Background: an optimization exercise with open tools, aiming at small area. Do not read the settings as production practice.
Function was checked by simulation only, so behaviour that the tests miss may differ from the original.
Power and IR drop assume default switching activity.

==> flow/flow/run.sh <==
#!/bin/bash
# Standard layout with two changes: an area-oriented ABC script for the
# mapping step, and clock tree synthesis with larger sink clusters and no
# dummy loads. Each tool's output goes to a log file in this folder.
set -e
rm -rf myscripts
cp -r "$FLOW_HOME/scripts" myscripts
cp flow/abc_area.script myscripts/abc_area.script
export SCRIPTS_DIR="$PWD/myscripts"
export CTS_ARGS="-sink_clustering_enable -repair_clock_nets -dont_use_dummy_load -sink_clustering_size 24 -sink_clustering_max_diameter 80 -buf_list {sky130_fd_sc_hd__clkbuf_8 sky130_fd_sc_hd__clkbuf_16}"
bash standard.sh > standard_run.log 2>&1
==> flow/flow/abc_area.script <==
strash
dch
map -a
mfs2
strash
dch
map -a
mfs2
strash
dch
map -a
topo
stime -c
buffer -c
upsize -c
dnsize -c
==> flow/standard.sh <==
#!/bin/bash
# synth_recipe.tcl (not shown) runs the flow's synth.tcl, then flattens the netlist and writes it again
# the make line also repeats each setting of config.mk as NAME=value (left out here)
make -C /OpenROAD-flow-scripts/flow DESIGN_CONFIG=/design/flow/config.mk WORK_HOME=/design/flow/orfs CLKGATE_MAP_FILE= SYNTH_SCRIPT=/design/flow/synth_recipe.tcl "${@:-finish}"
==> flow/config.mk <==
export PLATFORM = sky130hd
export DESIGN_NAME = trg_notes
export DESIGN_NICKNAME = trg_notes
export VERILOG_FILES = /design/flow/design.v
export SDC_FILE = /design/flow/constraint.sdc
export NUM_CORES = 4
export LEC_CHECK = 0
export ABC_AREA = 1
export CAP_MARGIN = 20
export CORE_MARGIN = 2
export CORE_UTILIZATION = 60
export PLACE_DENSITY = 0.7
export SLEW_MARGIN = 20
==> flow/constraint.sdc <==
create_clock -name core_clock -period 13.0 [get_ports {clk}]
set_input_delay 2.6000 -clock core_clock [delete_from_list [all_inputs] [get_ports {clk}]]
set_output_delay 2.6000 -clock core_clock [all_outputs]
set_load 0.01 [all_outputs]
==> flow/design.v <==
module trg_note (
    input  wire        clk,
    input  wire        rst,
    input  wire        arm,           
    input  wire        cfg_we,        
    input  wire [5:0]  cfg_wf,        
    input  wire [2:0]  cfg_field,
    input  wire [31:0] cfg_data,      
    input  wire [31:0] cfg_datan,     
    input  wire        smp,           
    input  wire        skip,          
    input  wire [15:0] y,
    output reg         te,            
    output reg         tl,            
    output wire        bad,
    output reg  [1:0]  abandoned      
);
    localparam T_OFF = 3'd0, T_EDGE = 3'd1, T_WINDOW = 3'd2, T_WIDTH = 3'd3,
               T_RUNT = 3'd4, T_SLOPE = 3'd5, T_TIMEOUT = 3'd6;
    reg [2:0]  typ;
    reg [1:0]  pol;
    reg [2:0]  qual;
    reg [15:0] lvl_an, lvl_bn, hystn;
    reg [31:0] tminn, tmaxn;
    wire [15:0] lvl_a = ~lvl_an, lvl_b = ~lvl_bn, hyst = ~hystn;
    wire [31:0] tmin = ~tminn, tmax = ~tmaxn;
    reg        init;
    reg        ua, wa, ub, wb;
    reg        open0, open1;
    reg        pend;                  
    reg [31:0] c0, c1;
    function automatic [16:0] sub17(input [15:0] a, input [15:0] b);
        reg [16:0] x, z;
        reg        c;
        integer    i;
        begin
            x = {a[15], a};
            z = ~{b[15], b};
            c = 1'b1;
            for (i = 0; i < 17; i = i + 1) begin
                sub17[i] = x[i] ^ z[i] ^ c;
                c = (x[i] & z[i]) | (x[i] & c) | (z[i] & c);
            end
        end
    endfunction
    function automatic abs_le(input [16:0] s, input [15:0] h);
        reg [15:0] m;
        reg c;
        integer i;
        begin
            m = s[15:0] ^ {16{s[16]}};
            c = !s[16];
            for (i = 0; i < 16; i = i + 1)
                c = (!m[i] & h[i]) | (!m[i] & c) | (h[i] & c);
            abs_le = c;
        end
    endfunction
    function automatic lt32(input [31:0] a, input [31:0] b, input ci);
        reg c;
        integer i;
        begin
            c = ci;
            for (i = 0; i < 32; i = i + 1)
                c = (!a[i] & b[i]) | (!a[i] & c) | (b[i] & c);
            lt32 = c;
        end
    endfunction
    function automatic lt16(input [15:0] a, input [15:0] b);
        reg c;
        integer i;
        begin
            c = 1'b0;
            for (i = 0; i < 16; i = i + 1)
                c = (!a[i] & b[i]) | (!a[i] & c) | (b[i] & c);
            lt16 = c;
        end
    endfunction
    function automatic [31:0] inc32(input [31:0] a, input inc);
        reg c;
        integer i;
        begin
            c = inc;
            for (i = 0; i < 32; i = i + 1) begin
                inc32[i] = a[i] ^ c;
                c = a[i] & c;
            end
        end
    endfunction
    wire [16:0] dab = sub17(lvl_a, lvl_b);                
    wire a_gt_b = !dab[16] && (dab[15:0] != 16'd0);
    wire a_gt_b2h = !dab[16] && !hyst[15] && lt16({hyst[14:0], 1'b0}, dab[15:0]);
    wire tmin_gt_tmax = lt32(tmax, tmin, 1'b0);
    wire t_edge    = typ == T_EDGE;
    wire t_window  = typ == T_WINDOW;
    wire t_width   = typ == T_WIDTH;
    wire t_runt    = typ == T_RUNT;
    wire t_slope   = typ == T_SLOPE;
    wire t_timeout = typ == T_TIMEOUT;
    reg ok;
    always @(*) begin
        ok = 1'b1;
        if (typ == 3'd7 || pol == 2'd3) ok = 1'b0;
        if ((t_edge || t_window) && qual != 3'd0) ok = 1'b0;
        if ((t_width || t_runt || t_slope) && qual > 3'd4) ok = 1'b0;
        if ((t_window || t_runt) && !a_gt_b2h) ok = 1'b0;
        if (t_slope && !a_gt_b) ok = 1'b0;
        if (!t_timeout && (qual == 3'd3 || qual == 3'd4) && tmin_gt_tmax) ok = 1'b0;
    end
    assign bad = (typ != T_OFF) && !ok;
    wire active = (typ != T_OFF) && ok;
    wire ini  = init | arm;
    wire [16:0] sa = sub17(y, lvl_a);                      
    wire [16:0] sb = sub17(y, lvl_b);                      
    wire ge_a = !sa[16];
    wire a_near = abs_le(sa, hyst);
    wire b_near = abs_le(sb, hyst);
    wire sa_z = sa == 17'd0;
    wire sb_z = sb == 17'd0;
    wire ua_n = !sa[16] || (ua && !ini && a_near);           
    wire wa_n = sa[16] || sa_z || (wa && !ini && a_near);    
    wire ub_n = !sb[16] || (ub && !ini && b_near);
    wire wb_n = sb[16] || sb_z || (wb && !ini && b_near);
    wire ua_up = !ua && ua_n;
    wire ua_dn =  ua && !ua_n;
    wire wa_up = !wa && wa_n;
    wire wa_dn =  wa && !wa_n;
    wire ub_up = !ub && ub_n;
    wire ub_dn =  ub && !ub_n;
    wire wb_up = !wb && wb_n;
    wire cin = (qual == 3'd3 || qual == 3'd4) && !t_timeout;
    function automatic qualify(input [2:0] q, input l_min, input l_max);
        case (q)
            3'd0:    qualify = 1'b1;
            3'd1:    qualify = l_max;
            3'd2:    qualify = l_min;
            3'd3:    qualify = l_min && l_max;
            3'd4:    qualify = !l_min || !l_max;
            default: qualify = 1'b0;
        endcase
    endfunction
    wire l_max0 = lt32(c0, tmax, cin);                     
    wire q0 = qualify(qual, lt32(tmin, c0, cin), l_max0);  
    wire q1 = qualify(qual, lt32(tmin, c1, cin), lt32(c1, tmax, cin));
    wire tmin_z = tmin == 32'd0;
    wire tmax_z = tmax == 32'd0;
    reg  q_zero;
    always @(*) begin
        case (qual)
            3'd0:    q_zero = 1'b1;
            3'd1:    q_zero = !tmax_z;
            3'd2:    q_zero = 1'b0;
            3'd3:    q_zero = tmin_z;
            3'd4:    q_zero = !tmin_z;
            default: q_zero = 1'b0;
        endcase
    end
    wire slot0 = (pol == 2'd0) || (pol == 2'd2);
    wire slot1 = (pol == 2'd1) || (pol == 2'd2);
    reg        n_init, n_open0, n_open1, n_pend;
    reg        set0, set1, restart;
    reg        ev, lev;
    reg [1:0]  meas;
    function automatic [1:0] count_meas(input o0, input o1, input p);
        count_meas = {o0 & o1, (o0 ^ o1) | p};
    endfunction
    always @(*) begin
        n_init  = ini;
        n_open0 = arm ? 1'b0 : open0;
        n_open1 = arm ? 1'b0 : open1;
        n_pend  = arm ? 1'b0 : pend;
        set0    = 1'b0;
        set1    = 1'b0;
        restart = 1'b0;
        ev      = 1'b0;
        lev     = 1'b0;
        meas    = 2'd0;
        if (smp) begin
            if (skip) begin
                meas    = count_meas(n_open0, n_open1, n_pend);
                n_open0 = 1'b0;
                n_open1 = 1'b0;
                n_pend  = 1'b0;
                n_init  = 1'b1;
            end else if (active) begin
                if (ini) begin
                    n_init  = 1'b0;
                    n_open0 = 1'b0;
                    n_open1 = 1'b0;
                    restart = t_timeout &&
                              (pol == 2'd2 || (pol == 2'd0 && ua_n) || (pol == 2'd1 && wa_n));
                    n_pend  = restart;
                end else begin
                    case (typ)
                        T_EDGE: begin
                            ev = (slot0 && ua_up) || (slot1 && wa_up);
                        end
                        T_WINDOW: begin
                            if ((!ua && !wb) != (!ua_n && !wb_n)) begin
                                if (pol == 2'd2) ev = 1'b1;
                                else if (pol == 2'd0) ev = !ua_n && !wb_n;
                                else ev = !(!ua_n && !wb_n);
                            end
                        end
                        T_WIDTH: begin
                            if (slot0) begin
                                if (ua_up) begin
                                    n_open0 = 1'b1;
                                    set0    = 1'b1;
                                end else if (ua_dn) begin
                                    if (open0 && q0) ev = 1'b1;
                                    n_open0 = 1'b0;
                                end
                            end
                            if (slot1) begin
                                if (wa_up) begin
                                    n_open1 = 1'b1;
                                    set1    = 1'b1;
                                end else if (wa_dn) begin
                                    if (open1 && q1) ev = 1'b1;
                                    n_open1 = 1'b0;
                                end
                            end
                        end
                        T_RUNT: begin
                            if (slot0) begin
                                if (ub_up && !ua) begin
                                    n_open0 = 1'b1;
                                    set0    = 1'b1;
                                end
                                if (ua_up)
                                    n_open0 = 1'b0;
                                if (ub_dn) begin
                                    if (open0 && q0) ev = 1'b1;
                                    n_open0 = 1'b0;
                                end
                            end
                            if (slot1) begin
                                if (wa_dn) begin
                                    if (open1 && q1) ev = 1'b1;
                                    n_open1 = 1'b0;
                                end
                                if (wa_up && !(wb && wb_n)) begin
                                    n_open1 = 1'b1;
                                    set1    = 1'b1;
                                end
                                if (wb_up)
                                    n_open1 = 1'b0;
                            end
                        end
                        T_SLOPE: begin
                            if (slot0) begin
                                if (ub_up) begin
                                    n_open0 = 1'b1;
                                    set0    = 1'b1;
                                end
                                if (ua_up && n_open0) begin
                                    if (ub_up ? q_zero : q0) ev = 1'b1;
                                    n_open0 = 1'b0;
                                end
                                if (ub_dn)
                                    n_open0 = 1'b0;
                            end
                            if (slot1) begin
                                if (wa_dn)
                                    n_open1 = 1'b0;
                                if (wa_up) begin
                                    n_open1 = 1'b1;
                                    set1    = 1'b1;
                                end
                                if (wb_up && n_open1) begin
                                    if (wa_up ? q_zero : q1) ev = 1'b1;
                                    n_open1 = 1'b0;
                                end
                            end
                        end
                        T_TIMEOUT: begin
                            if (pol == 2'd2) begin
                                if (ua_up || ua_dn || wa_up || wa_dn) restart = 1'b1;
                            end else if (pol == 2'd0) begin
                                if (ua_up) restart = 1'b1;
                                else if (ua_dn) n_pend = 1'b0;
                            end else begin
                                if (wa_up) restart = 1'b1;
                                else if (wa_dn) n_pend = 1'b0;
                            end
                            if (restart) n_pend = 1'b1;
                        end
                        default: ;
                    endcase
                end
                if (t_timeout && n_pend && (restart ? tmax_z : !l_max0)) begin
                    ev     = 1'b1;
                    n_pend = 1'b0;
                end
                case (typ)
                    T_EDGE:    lev = (pol == 2'd1) ? wa_n : ua_n;
                    T_WINDOW:  lev = !ua_n && !wb_n;
                    T_WIDTH, T_RUNT, T_SLOPE: lev = n_open0 || n_open1;
                    T_TIMEOUT: lev = (pol == 2'd2) ? 1'b1 : (pol == 2'd0) ? ua_n : wa_n;
                    default:   lev = 1'b0;
                endcase
            end
        end
        abandoned = meas;
        if (cfg_we && cfg_field <= 3'd5) begin
            abandoned = meas | count_meas(n_open0, n_open1, n_pend);    
            n_open0 = 1'b0;
            n_open1 = 1'b0;
            n_pend  = 1'b0;
            n_init  = 1'b1;
        end
    end
    wire evs = smp && !skip && active;
    always @(posedge clk) begin
        if (cfg_wf[0]) begin
            typ  <= cfg_data[2:0];
            pol  <= cfg_data[4:3];
            qual <= cfg_data[7:5];
        end
        if (cfg_wf[1]) lvl_an <= cfg_datan[15:0];
        if (cfg_wf[2]) lvl_bn <= cfg_datan[15:0];
        if (cfg_wf[3]) hystn  <= cfg_datan[15:0];
        if (cfg_wf[4]) tminn  <= cfg_datan;
        if (cfg_wf[5]) tmaxn  <= cfg_datan;
    end
    always @(posedge clk) begin
        if (rst) begin
            init  <= 1'b1;
            open0 <= 1'b0;
            open1 <= 1'b0;
            pend  <= 1'b0;
        end else begin
            init  <= n_init;
            open0 <= n_open0;
            open1 <= n_open1;
            pend  <= n_pend;
        end
    end
    always @(posedge clk) begin
        if (evs) begin
            ua <= ua_n;
            wa <= wa_n;
            ub <= ub_n;
            wb <= wb_n;
        end
        c0 <= (set0 || restart) ? 32'd1 : inc32(c0, smp);
        c1 <= set1 ? 32'd1 : inc32(c1, smp);
        te <= ev;
        tl <= lev;
    end
endmodule
module trg_notes (
    input  wire        clk,
    input  wire        rst,           
    input  wire        arm,           
    input  wire        cfg_we,
    input  wire [2:0]  cfg_note,
    input  wire [2:0]  cfg_field,     
    input  wire [31:0] cfg_data,
    input  wire        in_valid,
    input  wire [15:0] in_y,          
    input  wire [2:0]  in_flags,      
    output reg         o_valid,
    output wire [7:0]  o_te,          
    output wire [7:0]  o_tl,          
    output wire [7:0]  bad,           
    output reg  [31:0] skip_count     
);
    localparam N = 8;
    wire skip = !in_flags[0] || in_flags[1] || in_flags[2];
    wire [2*N-1:0] ab;
    wire [31:0] cfg_d = rst ? 32'd0 : cfg_data;
    wire        we_ok = cfg_we && !rst;
    genvar n;
    generate
        for (n = 0; n < N; n = n + 1) begin : g_note
            trg_note u_note (
                .clk       (clk),
                .rst       (rst),
                .arm       (arm),
                .cfg_we    (we_ok && cfg_note == n),
                .cfg_wf    ({6{rst}} | ({6{we_ok && cfg_note == n}} &
                                         {cfg_field == 3'd5, cfg_field == 3'd4, cfg_field == 3'd3,
                                          cfg_field == 3'd2, cfg_field == 3'd1, cfg_field == 3'd0})),
                .cfg_field (cfg_field),
                .cfg_data  (cfg_d),
                .cfg_datan (~cfg_d),
                .smp       (in_valid),
                .skip      (skip),
                .y         (in_y),
                .te        (o_te[n]),
                .tl        (o_tl[n]),
                .bad       (bad[n]),
                .abandoned (ab[2*n+1:2*n])
            );
        end
    endgenerate
    reg [2*N-1:0] ab_r;
    always @(posedge clk)
        ab_r <= rst ? {2*N{1'b0}} : ab;
    reg [4:0] ab_sum;
    integer i;
    always @(*) begin
        ab_sum = 5'd0;
        for (i = 0; i < N; i = i + 1)
            ab_sum = ab_sum + {3'd0, ab_r[2*i+1 -: 2]};
    end
    reg [31:0] sc_n;
    reg        c;
    integer    j;
    always @(*) begin
        c = 1'b0;
        for (j = 0; j < 32; j = j + 1) begin
            if (j < 5) begin
                sc_n[j] = skip_count[j] ^ ab_sum[j] ^ c;
                c = (skip_count[j] & ab_sum[j]) | (skip_count[j] & c) | (ab_sum[j] & c);
            end else begin
                sc_n[j] = skip_count[j] ^ c;
                c = skip_count[j] & c;
            end
        end
    end
    always @(posedge clk) begin
        if (rst) begin
            o_valid    <= 1'b0;
            skip_count <= 32'd0;
        end else begin
            o_valid    <= in_valid;
            skip_count <= sc_n;
        end
    end
endmodule
==> flow_metrics.tcl, run 1 <==
set metrics [dict create \
    run_status "complete, no violations" \
    ir_drop_v 0.000170 \
    final-hold-violation-count 0 \
    synth_flop_cell "edfxtp_1" \
    buffer_ports.inserted 118 \
    synth_cells 9747 \
    synthMuxAreaShare 0 \
    synth_simple_gate_area_share 0.0963 \
    worstSetupEndpointType "output pin" \
    grt_antenna_before_repair 28 \
    timing.critical_path.from_type "flop" \
    grt_first_pass_wirelength_mm 427 \
    fp.dieH_um 400 \
    switching_share_of_total_power 0.323 \
    clock_insertion_delay_worst_skew_ns 0.79 \
    design.portCount 119 \
    flow.area_growth_from_synthesis_pct 11.5 \
    largest_cells_by_area_after_synthesis "edfxtp_1 32%, dfxtp_1 13%, ha_1 8.3%" \
    worst-setup-path-type "flop to output pin" \
    min_period_over_period 0.972 \
    cts_tree "done" \
    p_leak_nw 43.4 \
    die_w_um 400 \
    die_area_um2 160000 \
    route.detailed.drc 0 \
    share_seq_of_total_power 0.491 \
    cp_data_arrival_time_ns 10.03 \
    ys_async_rst_share 0 \
    critical_path.max_stage_delay_ns 0.52 \
    routedWlPerCell_um 23.0 \
    synth-compound-area-share 0.187 \
    setup_total_negative_slack_ns 0 \
    cell_internal_pwr_mw 8.79 \
    nNetsFinal 11300 \
    post_dp_cell_area_um2 101000 \
    timing.critical_path.slowest_stage_cell "clkdlybuf4s50_1" \
    number_of_distinct_library_cells_after_synthesis 69 \
    mappedNetlistNets 10800 \
    first_global_vias 73200 \
    synth_area_um2 94100 \
    cts_inserted_buffers 102 \
    p_comb_frac 0.274 \
    floorplan.core_area_um2 156000 \
    power.density_nw_per_um2 124 \
    synthDominantCellAreaShare 0.317 \
    start_util 0.603 \
    yosysSeqAreaShare 0.446 \
    final_period_minus_worst_setup_slack_ns 12.63 \
    fillerInstances 12400 \
    worstPathBufferInverterCount 5 \
    min-delay-start "skip_count[31]" \
    maxClockFrequency_ghz 0.0792 \
    root_buffer "clkbuf_16" \
    cp_top_family "adder cells" \
    path_common_cell "fa_1" \
    yosysWarningCount 2 \
    drt_first_pass_iters 9 \
    startpoint "g_note[2].u_note.lvl_bn[0]" \
    ant_nets 0 \
    via_density 6.21 \
    synth.ff_latch_count 1601 \
    post_synth_xor_area_fraction 0.0236 \
    cap_violations 0 \
    syn_area_per_cell_um2 9.65 \
    finalMaxSlewViolations 0 \
    p_clk_frac 0.235 \
    floorplan.rows 145 \
    clk_path_buf_depth 3 \
    gp_congestion 0.996 \
    fraction_of_layout_instances_using_a_drive_strength_above_1 0.0866 \
    critical_path_peak_fanout 3 \
    grt_overflow 0 \
    cell_area_after_layout_um2 105000 \
    route.vias.total 76600 \
    crit-reg2reg-launch "g_note[7].u_note.lvl_bn[0]" \
    track_usage 0.350 \
    transition_at_the_pin_with_the_smallest_max_transition_slack_ns 1.24 \
    main_combinational_cell_family_by_area_after_synthesis "compound AO/OA/AOI/OAI gates" \
    worst_path_clk_slew_ns 0.08 \
    yosys.area.top_type "edfxtp_1" \
    sink_count 1601 \
    slew_headroom 0.176 \
    post-route-worst-setup-slack_ns 0.370 \
    p_switching_mw 4.20 \
    synth_edf_count 992 \
    critPathRequiredTime_ns 10.40 \
    grt_max_degree 48 \
    initialDrtViolationCount 9383 \
    synthAdderAreaFrac 0.163 \
    setup-violations-final 0 \
    holdCritPathClass "flop to flop" \
    ctsHtreeMaxLevel 3 \
    cts_hold_buffers 0 \
    hpwlAfterDp_mm 205 \
    pre_cts_ws_ns -1.20 \
    finClkSkew_ns 0.100 \
    wirelength_mm 283 \
]
Yosys cell counts (all sizes together) (99+ instances only):
| master | number |
|---|---|
| inv | 1943 |
| nor2 | 1009 |
| edfxtp | 992 |
| ha | 621 |
| o22ai | 610 |
| dfxtp | 609 |
| nand2 | 599 |
| o21ai | 510 |
| a22oi | 483 |
| a21oi | 472 |
| fa | 375 |
| o221ai | 180 |
| nand4 | 174 |
| a221oi | 161 |
| xnor2 | 149 |
| nand3 | 133 |
| nor3 | 117 |
| xor2 | 104 |
| clkbuf | 99 |
cell families (layout without fill, tap and decap cells):
family	count (synthesis)	in the layout
AOI/OAI and AO/OA	2683	2683
xor gates and xnor gates	253	253
adders and majority gates	1001	1001
buffers and inverters	2073	2591
DFF	1601	1601
other	0	5
and+or+nand+nor	2136	2136
power by group through the flow:
stage | combinational, mW | sequential (mW) | clock (mW)
after floorplan | 2.34 | 6.33 | 0
after global placement | 3.25 | 6.46 | 0
after detailed placement | 3.35 | 6.48 | 0
after CTS | 3.40 | 6.37 | 3.09
after global routing | 3.95 | 6.45 | 3.25
final | 3.56 | 6.38 | 3.05
repair_timing:
| item | 4_1_cts | 5_1_grt |
|---|---|---|
| gates resized for setup | 51 | 247 |
| pin swaps | 12 | 83 |
| setup buffers | 7 | 22 |
| endpoints found under the setup margin | 61 | 504 |
routing by layer:
layer / global-route usage / wire [um] / up-vias
met2: 0.554 / 128000 / 3554
met5: 0 / 46 / -
met3: 0.0563 / 27300 / 620
li1: - / - / 35500
met1: 0.487 / 116000 / 36900
met4: 0.130 / 12600 / 8
area by class of cell:
class | count | area (um2) | share of cell area
Antenna cell | 5 | 12.5 | 0.000119
Clock buffer | 102 | 2550 | 0.0243
Inverter | 1944 | 7310 | 0.0697
Multi-Input combinational cell | 6073 | 45400 | 0.433
Sequential cell | 1601 | 42000 | 0.400
Tap cell | 2058 | 2570 | 0.0246
Timing Repair Buffer | 545 | 4990 | 0.0476
metrics by stage:
| step | total power [mW] | hold slack (ns) | instances | util |
|---|---|---|---|---|
| floorplan | 8.67 | 0.515 | 9747 | - |
| global placement | 9.71 | 0.461 | 12200 | 0.646 |
| detailed placement | 9.83 | 0.468 | 12200 | 0.646 |
| CTS | 12.9 | 0.488 | 12300 | 0.664 |
| global route | 13.6 | 0.522 | 12300 | 0.672 |
| finish | 13.0 | 0.486 | 12300 | 0.672 |
registers in the layout (all words and copies together), names as in the netlist, 16 cells and up:
register / flops
skip_count: 32
g_note.u_note.hystn: 128
g_note.u_note.tminn: 256
g_note.u_note.qual: 24
g_note.u_note.c0: 256
ab_r: 16
g_note.u_note.pol: 16
g_note.u_note.typ: 24
g_note.u_note.c1: 256
g_note.u_note.lvl_bn: 128
g_note.u_note.tmaxn: 256
g_note.u_note.lvl_an: 128
layout by cell type, fill, tap and decap left out, types with 12 or more instances in the layout:
| cell | netlist | final |
|---|---|---|
| clkbuf_16 | 0 | 102 |
| dfxtp_1 | 609 | 609 |
| buf_4 | 24 | 380 |
| o21ai_4 | 0 | 16 |
| o221ai_1 | 180 | 178 |
| o211ai_1 | 19 | 19 |
| nand3_1 | 133 | 130 |
| clkdlybuf4s50_1 | 0 | 113 |
| or2_2 | 34 | 34 |
| o22ai_1 | 609 | 604 |
| nor2_2 | 3 | 12 |
| a21oi_1 | 464 | 451 |
| a21oi_2 | 8 | 21 |
| buf_12 | 0 | 26 |
| fa_2 | 0 | 128 |
| a22oi_1 | 483 | 480 |
| o21ai_0 | 503 | 421 |
| o21ai_1 | 7 | 69 |
| a221oi_2 | 9 | 28 |
| buf_16 | 0 | 12 |
| ha_1 | 621 | 619 |
| o21a_1 | 43 | 43 |
| xnor2_1 | 149 | 148 |
| nor4_1 | 64 | 61 |
| edfxtp_1 | 992 | 992 |
| o221a_2 | 23 | 23 |
| a221o_1 | 21 | 21 |
| a22o_1 | 12 | 12 |
| nand4_1 | 174 | 174 |
| nand2_1 | 599 | 577 |
| nor3_1 | 113 | 108 |
| fa_1 | 375 | 247 |
| a211oi_1 | 17 | 13 |
| xor2_1 | 104 | 97 |
| nand2_2 | 0 | 13 |
| nor2_1 | 1006 | 997 |
| inv_1 | 1939 | 1926 |
| a31oi_1 | 49 | 42 |
| a221oi_1 | 152 | 133 |
final timing paths:
check | end | slack, ns | depth (start not counted)
max | bad[2] | 0.37 | 27
min | skip_count[31] | 0.49 | 1
max reg2reg | g_note[7].u_note.c0[18] | 2.43 | 33
min reg2reg | skip_count[31] | 0.49 | 1
==> run 2, diff against run 1 <==
==> flow/flow/run.sh (replaced) <==
#!/bin/bash
# Standard layout with two changes: an area-oriented ABC script for the
# mapping step, and clock tree synthesis with larger sink clusters and no
# dummy loads. Each tool's output goes to a log file in this folder.
set -e
rm -rf myscripts
cp -r "$FLOW_HOME/scripts" myscripts
cp flow/abc_area.script myscripts/abc_area.script
export SCRIPTS_DIR="$PWD/myscripts"
export CTS_ARGS="-sink_clustering_enable -repair_clock_nets -dont_use_dummy_load -sink_clustering_size 28 -sink_clustering_max_diameter 90"
bash standard.sh > standard_run.log 2>&1
==> flow_metrics.tcl, run 2 <==
set metrics [dict create \
    yosysWarningCount 2 \
    post_dp_cell_area_um2 101000 \
    grtUsageMet3 0.0578 \
    use_met2 0.549 \
    power.density_nw_per_um2 121 \
    clk_path_buf_depth 3 \
    ys_async_rst_share 0 \
    timing.critical_path.slowest_stage_cell "clkdlybuf4s50_1" \
    worst-setup-path-type "input port to flop" \
    routedWlPerCell_um 22.9 \
    p_comb_frac 0.281 \
    via_density 6.20 \
    grt_first_pass_wirelength_mm 426 \
    synth_flop_cell "edfxtp_1" \
    regToRegEndpoint "g_note[7].u_note.c0[25]" \
    setup.reg_to_reg.worst_slack_ns 2.50 \
    ctsHtreeMaxLevel 3 \
    setup-violations-final 0 \
    initialDrtViolationCount 9092 \
    gp_congestion 0.996 \
    finClkSkew_ns 0.106 \
    largest_cells_by_area_after_synthesis "edfxtp_1 32%, dfxtp_1 13%, ha_1 8.3%" \
    synth_common_cells "1939 x inv_1, 1006 x nor2_1, 992 x edfxtp_1, 621 x ha_1" \
    share_seq_of_total_power 0.504 \
    die_w_um 400 \
    synth_cells 9747 \
    synth_area_um2 94100 \
    maxClockFrequency_ghz 0.0790 \
    hold_end "skip_count[31]" \
    critical_path_peak_fanout 6 \
    mappedNetlistNets 10800 \
    route.vias.total 76300 \
    globalRouteMet1Util 0.485 \
    first_global_vias 73100 \
    finalMaxSlewViolations 0 \
    clock_insertion_delay_worst_skew_ns 0.76 \
    nNetsFinal 11300 \
    yosys.area.top_type "edfxtp_1" \
    rsz0062_at_grt "yes" \
    ir_drop_v 0.000146 \
    cell_internal_pwr_mw 8.53 \
    min_period_over_period 0.974 \
    floorplan.rows 145 \
    floorplan.core_area_um2 156000 \
    slew_headroom 0.198 \
    fraction_of_layout_instances_using_a_drive_strength_above_1 0.0857 \
    most-common-layout-cells "1922 x inv_1, 996 x nor2_1, 992 x edfxtp_1" \
    cts_inserted_buffers 82 \
    flow.area_growth_from_synthesis_pct 10.9 \
    layout.cells.most_common "inv_1" \
    cts_hold_buffers 0 \
    worst_path_clk_slew_ns 0.08 \
    cap_violations 0 \
    p_clk_frac 0.216 \
    min-delay-start "skip_count[31]" \
    grt_max_degree 48 \
    grt_antenna_before_repair 27 \
    drt_first_pass_iters 8 \
    run_status "complete, no violations" \
    final_period_minus_worst_setup_slack_ns 12.66 \
    start_util 0.603 \
    grt_overflow 0 \
    yosysSeqAreaShare 0.446 \
    fp.dieH_um 400 \
    cp_data_arrival_time_ns 13.22 \
    synth.ff_latch_count 1601 \
    p_leak_nw 43.2 \
    synthDominantCellAreaShare 0.317 \
    switching_share_of_total_power 0.327 \
    cell_area_after_layout_um2 104000 \
    critPathRequiredTime_ns 13.56 \
    yosysMostFrequentCell "inv_1" \
    die_area_um2 160000 \
    syn_area_per_cell_um2 9.65 \
    p_switching_mw 4.14 \
    cp_num_cells 46 \
    globalRoute.busiestLayer "met2" \
    buffer_ports.inserted 118 \
    design.portCount 119 \
    transition_at_the_pin_with_the_smallest_max_transition_slack_ns 1.20 \
    final_core_utilization 0.669 \
    hpwlAfterDp_mm 205 \
    cts_tree "done" \
    holdCritPathClass "flop to flop" \
    worst_hold_path.num_cells 1 \
    crit-reg2reg-launch "g_note[7].u_note.lvl_bn[0]" \
    path_common_cell "fa_1" \
    number_of_distinct_library_cells_after_synthesis 69 \
    sink_count 1601 \
    cp_top_family "adder cells" \
    worstPathBufferInverterCount 6 \
    synth_edf_count 992 \
    critical_path.max_stage_delay_ns 0.47 \
    worst-r2r-cell-count 32 \
    final-hold-violation-count 0 \
    route.detailed.drc 0 \
    track_usage 0.349 \
    timing.critical_path.from_type "input port" \
    root_buffer "clkbuf_16" \
    wirelength_mm 282 \
    worstSetupEndpointType "flop" \
    ant_nets 0 \
]
==> run 2: cell counts after synthesis <==
Identical to the previous run, type by type.
==> run 2: how the worst max path moves through the flow <==
stage	slack [ns]	startpoint	end
finish	0.34	in_y[0]	ab_r[4]
global route	-0.14	in_y[0]	ab_r[14]
CTS	-0.08	in_y[1]	ab_r[12]
detailed placement	-1.20	in_y[0]	ab_r[12]
global placement	-1.13	in_y[0]	ab_r[12]
floorplan	0.004	in_y[1]	ab_r[12]
==> run 2: cell type report <==
type / instances / area, um2
diodes: 5 / 12.5
clock buffers: 82 / 2050
fillers: 12400 / 51600
inverters: 1944 / 7300
multi-input cells: 6073 / 45400
flip-flops and latches: 1601 / 42000
well taps: 2058 / 2570
repair buffers: 546 / 5010
==> run 2: cell families (layout without fill, tap and decap cells) <==
| family | Yosys count | after routing | synth area share |
|---|---|---|---|
| and+or+nand+nor | 2136 | 2136 | 0.0963 |
| AOI/OAI and AO/OA | 2683 | 2683 | 0.187 |
| DFF | 1601 | 1601 | 0.446 |
| adders and majority gates | 1001 | 1001 | 0.163 |
| buffers and inverters | 2073 | 2572 | 0.0837 |
| xor gates and xnor gates | 253 | 253 | 0.0236 |
| other | 0 | 5 | 0 |
==> run 2: per-layer routing <==
metal,vias up,wire length (um),part of all wire
li1,35500,-,-
met1,36700,115000,0.41
met2,3518,127000,0.45
met3,563,27800,0.098
met4,10,12200,0.043
met5,-,59,0.00021
==> run 2: stage by stage <==
| step | instances | hold WS, ns | setup slack, ns | total power, mW | TNS (ns) |
|---|---|---|---|---|---|
| after floorplan | 9747 | 0.515 | 0.00371 | 8.67 | 0 |
| after global placement | 12200 | 0.461 | -1.13 | 9.71 | -211.51 |
| after detailed placement | 12200 | 0.468 | -1.20 | 9.83 | -295.46 |
| after CTS | 12300 | 0.489 | -0.0839 | 12.5 | -0.176 |
| after global routing | 12300 | 0.524 | -0.144 | 13.3 | -0.403 |
| final | 12300 | 0.487 | 0.338 | 12.7 | 0 |
==> run 2: repair_timing <==
item	CTS	global route
buffers inserted	12	18
pin swaps	23	94
gates resized for setup	67	238
endpoints found under the setup margin	79	529
cloned	0	0
==> run 2: worst register-to-register path, delay by kind of cell, from the launching register on <==
family	cells	cell delay [ns]
fa+ha+maj	16	7.06
simple gates	6	1.34
buf+inv	6	0.85
compound gates	4	0.83
flops	1	0.38
==> run 2: power by group through the flow <==
stage	Clock [mW]	Combinational [mW]	Sequential [mW]
final	2.73	3.56	6.38
after global routing	2.93	3.94	6.45
after CTS	2.78	3.40	6.36
after detailed placement	0	3.35	6.48
after global placement	0	3.25	6.46
after floorplan	0	2.34	6.33
==> run 3, diff against run 2 <==
--- a/flow/flow/run.sh
+++ b/flow/flow/run.sh
@@ -7,5 +7,5 @@
 cp -r "$FLOW_HOME/scripts" myscripts
 cp flow/abc_area.script myscripts/abc_area.script
 export SCRIPTS_DIR="$PWD/myscripts"
-export CTS_ARGS="-sink_clustering_enable -repair_clock_nets -dont_use_dummy_load -sink_clustering_size 28 -sink_clustering_max_diameter 90"
+export CTS_ARGS="-sink_clustering_enable -repair_clock_nets -dont_use_dummy_load -sink_clustering_size 30 -sink_clustering_max_diameter 70"
 bash standard.sh > standard_run.log 2>&1
==> flow_metrics.tcl, run 3 <==
set metrics [dict create \
    setup-violations-final 0 \
    floorplan.rows 145 \
    multi_input_logic_area_um2 45500 \
    synthMuxAreaShare 0 \
    sink_count 1601 \
    die_area_um2 160000 \
    grt_overflow 0 \
    crit-reg2reg-launch "g_note[7].u_note.lvl_bn[0]" \
    grt_antenna_before_repair 28 \
    hpwlAfterDp_mm 205 \
    final_period_minus_worst_setup_slack_ns 12.66 \
    maxClockFrequency_ghz 0.0790 \
    floorplan.core_area_um2 156000 \
    nNetsFinal 11300 \
    pre_cts_ws_ns -1.20 \
    p_leak_nw 43.6 \
    most-common-layout-cells "1926 x inv_1, 997 x nor2_1, 992 x edfxtp_1" \
    fin_total_pwr_mw 13.2 \
    route.detailed.drc 0 \
    worst_hold_path.num_cells 1 \
    largest_cells_by_area_after_synthesis "edfxtp_1 32%, dfxtp_1 13%, ha_1 8.3%" \
    setup.reg_to_reg.worst_slack_ns 2.45 \
    worst-setup-path-type "input port to flop" \
    drt_first_pass_iters 6 \
    regToRegEndpoint "g_note[7].u_note.c0[10]" \
    design.portCount 119 \
    post_dp_cell_area_um2 101000 \
    finalMaxSlewViolations 0 \
    critical_path.max_stage_delay_ns 0.51 \
    rsz0062_at_grt "yes" \
    critPathRequiredTime_ns 13.59 \
    synth_flop_cell "edfxtp_1" \
    track_usage 0.350 \
    clk_path_buf_depth 3 \
    synth-compound-area-share 0.187 \
    synth_area_um2 94100 \
    syn_area_per_cell_um2 9.65 \
    final-hold-violation-count 0 \
    synth_simple_gate_area_share 0.0963 \
    finClkSkew_ns 0.0860 \
    first_global_vias 73300 \
    slew_headroom 0.186 \
    hold_end "skip_count[31]" \
    post-route-worst-setup-slack_ns 0.344 \
    transition_at_the_pin_with_the_smallest_max_transition_slack_ns 1.22 \
    synth.ff_latch_count 1601 \
    layout.area.seq_um2 42000 \
    min_period_over_period 0.974 \
    yosysMostFrequentCell "inv_1" \
    setup_total_negative_slack_ns 0 \
    holdCritPathClass "flop to flop" \
    ant_nets 0 \
    timing.critical_path.slowest_stage_cell "clkdlybuf4s50_1" \
    synth_cells 9747 \
    flow.area_growth_from_synthesis_pct 11.9 \
    cts_tree "done" \
    critical_path_peak_fanout 6 \
    yosysWarningCount 2 \
    yosys.area.top_type "edfxtp_1" \
    cap_violations 0 \
    synthAdderAreaFrac 0.163 \
    main_combinational_cell_family_by_area_after_synthesis "compound AO/OA/AOI/OAI gates" \
    fraction_of_layout_instances_using_a_drive_strength_above_1 0.0894 \
    synthDominantCellAreaShare 0.317 \
    cell_area_after_layout_um2 105000 \
    root_buffer "clkbuf_16" \
    path_common_cell "fa_2" \
    initialDrtViolationCount 8941 \
    die_w_um 400 \
    worstSetupEndpointType "flop" \
    layout.cells.most_common "inv_1" \
    timing.critical_path.from_type "input port" \
    gp_congestion 0.996 \
    route.vias.total 76700 \
    yosysSeqAreaShare 0.446 \
    power.density_nw_per_um2 125 \
    grt_first_pass_wirelength_mm 428 \
    start_util 0.603 \
    via_density 6.22 \
    ir_drop_v 0.000148 \
    cts_hold_buffers 0 \
    min-delay-start "skip_count[31]" \
    mappedNetlistNets 10800 \
    ys_async_rst_share 0 \
    routedWlPerCell_um 22.9 \
    post_synth_xor_area_fraction 0.0236 \
    number_of_distinct_library_cells_after_synthesis 69 \
    wirelength_mm 283 \
    cts_inserted_buffers 115 \
    fp.dieH_um 400 \
    ctsHtreeMaxLevel 3 \
    worst_path_clk_slew_ns 0.07 \
    run_status "complete, no violations" \
    clock_insertion_delay_worst_skew_ns 0.79 \
    fillerInstances 12400 \
    worst-r2r-cell-count 33 \
    synth_edf_count 992 \
    cp_data_arrival_time_ns 13.25 \
    buffer_ports.inserted 118 \
    grt_max_degree 48 \
    synth_common_cells "1939 x inv_1, 1006 x nor2_1, 992 x edfxtp_1, 621 x ha_1" \
]
-- run 3: cell count changes in the layout (fill, tap and decap cells not counted), moves of 3 or more --
cell | before | now
o21ai_2 | 8 | 5
o21ai_1 | 67 | 72
inv_1 | 1922 | 1926
fa_1 | 248 | 233
clkbuf_16 | 82 | 115
inv_2 | 9 | 4
buf_4 | 381 | 377
fa_2 | 127 | 142
-- run 3: logic make-up (layout without fill, tap and decap cells) --
logic type,after synthesis,count (layout)
compound gates,2683,2683
xor+xnor,253,253
fa+ha+maj,1001,1001
buf+inv,2073,2602
flops,1601,1601
other cells,0,5
simple gates,2136,2136
-- run 3: what timing repair did --
item | in CTS | in global routing
setup buffers | 6 | 21
setup endpoints to repair | 53 | 522
resized for setup | 47 | 274
pin swaps | 9 | 97
-- run 3: final cells by class --
class	count	share of cell area
well taps	2058	0.0245
flip-flops and latches	1601	0.399
diodes	5	0.000119
inverters	1944	0.0694
repair buffers	543	0.0475
multi-input cells	6073	0.432
clock buffers	115	0.0273
-- run 3: report_power, final --
group          internal [mW]  switching [mW]
Sequential              5.87           0.519
Combinational           1.55            2.02
Clock                   1.55            1.69
Total                   8.96            4.22
-- run 3: critical path: cells and delay by family --
family                     cells  cell delay (ns)
AOI/OAI and AO/OA             17             2.55
and+or+nand+nor                5             0.42
adders and majority gates     16             6.13
xor gates and xnor gates       1             0.13
buffers and inverters          7             1.38
-- run 3: how the worst max path moves through the flow --
stage | slack [ns] | start | end | cells past startpoint
final | 0.34 | in_y[1] | ab_r[4] | 46
after global routing | -0.08 | in_y[1] | ab_r[10] | 49
after CTS | -0.11 | in_y[1] | ab_r[12] | 46
after detailed placement | -1.20 | in_y[0] | ab_r[12] | 48
after global placement | -1.13 | in_y[0] | ab_r[12] | 48
after floorplan | 0.004 | in_y[1] | ab_r[12] | 46
-- run 3: routing by layer --
layer | vias to the layer above | part of all wire | track usage
met5 | - | 0.00012 | 0
met4 | 6 | 0.048 | 0.140
met3 | 664 | 0.096 | 0.0618
met2 | 3535 | 0.45 | 0.549
met1 | 37000 | 0.41 | 0.484
li1 | 35600 | - | -
-- run 3: metrics by stage --
stage	utilization	hold slack, ns	cells
global route	0.675	0.513	12300
detailed placement	0.646	0.468	12200
finish	0.675	0.477	12300
CTS	0.665	0.479	12300
global placement	0.646	0.461	12200
floorplan	-	0.515	9747

==> what the ideal ports hide <==
In the flow no input, the clock included, has a driving cell. The finished layouts below were timed again as built, in two steps.
Step 1: set_driving_cell puts a clkbuf_16 on clk and a buf_2 on each other input, an assumption about the parent block.
Step 2 times the ports against the registers' clock, not the clock port: input delays grow and output delays shrink by t, the midpoint of the rising clock arrivals with the driver on.
Slacks: no drivers / after step 1 / after step 2; pairs: no drivers / after step 1.
| run | t, ns | setup WS [ns] | worst data-port slew with drivers (ns) | cell pins on the clock port's net |
|---|---|---|---|---|
| run 1 | 0.823 | 0.370 / 0.286 / -0.372 | 0.10 | 1 |
| run 2 | 0.789 | 0.338 / 0.286 / -0.396 | 0.09 | 1 |
| run 3 | 0.838 | 0.344 / 0.282 / -0.435 | 0.10 | 1 |
With both steps, setup timing fails in every run listed, where it was met with ideal ports. The setup slack of run 3, which loses most, moves by -0.062 ns with the drivers and by -0.779 ns with both steps.
